Context: an optimization exercise on an open-source flow, tuned for small area. The choices shown serve that exercise and are no tape-out recipe. In this exercise RTL edits were held to simulation tests only and were not proved equivalent to the original.

== job 778 ==
Design ecc_block, start of the top module:
module ecc_block (
    input  wire           clk,
    input  wire           rst,          
    input  wire           in_valid,
    input  wire [511:0]   in_d,         
    input  wire [111:0]   in_c,         
    input  wire [15:0]    in_v,         
    output reg            out_valid,
    output wire [47:0]    out_cls,      
    output wire [511:0]   out_d,        
    output wire [111:0]   out_c,        
    output wire [111:0]   out_syn,      
    output wire [4:0]     out_ce_cnt,   
    output wire [4:0]     out_ue_cnt    
);
    localparam integer LANES = 16;
    reg [511:0]   s1_d;
    reg [111:0]   s1_c;
    reg [15:0]    s1_v;
    always @(posedge clk) begin
        if (rst)
            out_valid <= 1'b0;
        else
            out_valid <= in_valid;
        s1_d <= in_d;
        s1_c <= in_c;
        s1_v <= in_v;
    end
    wire [15:0] ce;
    wire [15:0] ue;
    genvar g;
    generate
        for (g = 0; g < LANES; g = g + 1) begin : lane
            ecc_lane u_lane (
                .d    (s1_d[32*g +: 32]),
                .c    (s1_c[7*g +: 7]),
                .v    (s1_v[g]),
                .cls  (out_cls[3*g +: 3]),
                .data (out_d[32*g +: 32]),
                .chk  (out_c[7*g +: 7]),
                .syn  (out_syn[7*g +: 7]),
                .ce   (ce[g]),
                .ue   (ue[g])
            );
        end
    endgenerate
    reg [4:0] ce_cnt;
    reg [4:0] ue_cnt;
    integer i;
    always @* begin
        ce_cnt = 5'd0;
        ue_cnt = 5'd0;
        for (i = 0; i < LANES; i = i + 1) begin
            ce_cnt = ce_cnt + {4'd0, ce[i]};
  ...
Size: ~5200 cells after synthesis, roughly 640 flip-flops, about 1400 I/O pins, about 42000 sq um of cells after synthesis.
Settings: LEC_CHECK=0, CAP_MARGIN=20, CORE_AREA=5 5 445 445, DIE_AREA=0 0 450 450, SLEW_MARGIN=20; clock period 20.0 ns.
standard.sh (not shown) runs the stock make flow with config.mk's settings and CLKGATE_MAP_FILE= SYNTH_SCRIPT=/design/flow/synth_recipe.tcl, a recipe that flattens the netlist after the stock synthesis.
==> flow/flow/run.sh <==
#!/bin/bash
# Own layout flow: the standard ORFS flow (standard.sh), with these changes.
#  1. Synthesis is the standard synthesis (synth_recipe.tcl, ORFS synth.tcl)
#     run with a copy of the ORFS scripts in which the ABC mapping script is
#     flow/abc.script (area-oriented &nf mapping) and extract_fa extracts
#     full adders only. Registers, their names and cells are unchanged.
#  2. Ports are buffered with sky130_fd_sc_hd__buf_1.
#  3. CTS uses the buffers in CTS_BUF from flow/cts_bufs and no dummy loads.
# Every step's full output goes to a log file in this folder.
set -euo pipefail
W=$PWD

rm -rf "$W/scripts_syn"
cp -r "$FLOW_HOME/scripts" "$W/scripts_syn"
cp "$W/flow/abc.script" "$W/scripts_syn/abc_speed.script"
cp "$W/flow/abc.script" "$W/scripts_syn/abc_area.script"
sed -i 's/^  extract_fa {\*}\[dont_use_extract_fa_args\]$/  extract_fa -fa/' "$W/scripts_syn/synth.tcl"
grep -q '^  extract_fa -fa$' "$W/scripts_syn/synth.tcl"

bash "$W/standard.sh" SCRIPTS_DIR="$W/scripts_syn" synth > "$W/synth.log" 2>&1

export BUFFER_PORTS_ARGS="-buffer_cell sky130_fd_sc_hd__buf_1"
export CTS_ARGS="-sink_clustering_enable -repair_clock_nets -dont_use_dummy_load $(cat "$W/flow/cts_args")"
bash "$W/standard.sh" > "$W/layout.log" 2>&1
==> flow/flow/abc.script <==
&get -n
&st
&dch
&nf -R 1000
&put
topo
dnsize -c
==> flow/flow/cts_args <==
-buf_list {sky130_fd_sc_hd__clkbuf_4 sky130_fd_sc_hd__clkbuf_8}
#### Input delta (job 2805 over job 778)
- changing CAP_MARGIN from 20 to 0
- changing CORE_AREA from 5 5 445 445 to 5 5 395 395
- changing DIE_AREA from 0 0 450 450 to 0 0 400 400
- changing SLEW_MARGIN from 20 to 0
==> flow/flow/cts_args <==
-buf_list {sky130_fd_sc_hd__clkbuf_8} -sink_clustering_size 18 -sink_clustering_max_diameter 50
## What came out
Job 2805 completed; timing, DRC and antenna clean
| die area | lower: job 2805 |
Job 778 → job 2805: post-route fraction of the period consumed by the critical path picked up an extra 1.1 points, area added between synthesis and finish lost 2.5 points, minimum period implied by the final worst setup slack picked up an extra 220 ps, minimum hold slack picked up an extra 23 ps.
Between job 778 and job 2805, detailed-route via count decreased.
Modified inputs, job 6669 compared to job 2805
- CAP_MARGIN now 20, was 0
- SLEW_MARGIN now 20, was 0
### Flow results
| first-pass GRT wire length | job 6669 vs job 2805 | ≈ equal |
Taking job 2805 as the reference, in job 6669 sequential share of layout area shows no meaningful change; number of global-route vias before repair saw little to no change; final wirelength barely changed.
Comparing job 6669 with job 2805, the final design instance area without fill came out essentially unchanged.
The via count reported for job 6669 is higher than the one for job 2805.
The global routing usage on met3 reported for job 6669 is smaller than that of job 2805 by 0.37 points.
Job 6669: worst setup slack is 170 ps higher than what job 2805 reported.
For job 8033, these inputs were changed with respect to job 6669:
==> flow/flow/cts_args <==
-buf_list {sky130_fd_sc_hd__clkbuf_16} -sink_clustering_size 30 -sink_clustering_max_diameter 60
Findings:
- Job 8033 ran to completion and came out clean on the timing, DRC and antenna checks.
- Job 6669 -> job 8033: detailed-routed wire length on met3 increased by a few percent
- Compared with job 6669, job 8033 shows a lower share of the clock period used by the worst path after layout.
- The final non-filler cell total of job 6669 and that of job 8033 are within noise of each other.
- Diff job 6669..job 8033 | wire length | negligible
The inputs of job 3541 differ from those of job 8033 as listed below.
==> flow/flow/cts_args <==
-buf_list {sky130_fd_sc_hd__clkbuf_4 sky130_fd_sc_hd__clkbuf_8}
## What came out
Width of the chip: job 3541 vs job 8033 identical
Proportion of cell area occupied by multi-input gates ends up lower on job 8033.
Job 3541 and job 8033 ended up with nearly the same fraction of met2 tracks used by global routing.
Wire length per cell essentially unchanged between job 3541 and job 8033.
Between job 3541 and job 8033, the difference in number of hold-slack violations in the final timing report is negligible.
Layout net count: job 3541 > job 8033
Looking only at clock distribution area overhead in the final layout, and setting everything else aside, the lower value of job 3541 and job 8033 goes to job 3541.
Hold slack is lower on job 3541

[static timing again, ports no longer ideal]
The results above use ideal ports. As a check the final layouts listed here were re-extracted and re-timed, cells and wires unchanged.
Step 1: set_driving_cell puts a clkbuf_16 on clk and a buf_2 on each other input, an assumption about the parent block.
Step 2 times the ports against the registers' clock, not the clock port: input delays grow and output delays shrink by t, the midpoint of the rising clock arrivals with the driver on.
Three values: ideal, step 1, step 2; two values: the first two.
run | shift t [ns] | setup slack, ns | hold WS [ns] | worst setup path at the end
job 778 | 0.916 | 5.101 / 5.014 / 5.931 | 3.198 / 3.146 / 4.063 | register to output
job 2805 | 0.858 | 4.882 / 4.807 / 5.664 | 3.221 / 3.173 / 4.030 | register to output
job 6669 | 0.849 | 5.049 / 4.971 / 5.820 | 3.240 / 3.189 / 4.038 | register to output
job 8033 | 0.734 | 5.207 / 5.125 / 5.859 | 3.381 / 3.330 / 4.064 | register to output
job 3541 | 0.913 | 5.030 / 4.951 / 5.865 | 3.208 / 3.162 / 4.076 | register to output
After both steps setup and hold are still met in every run listed.
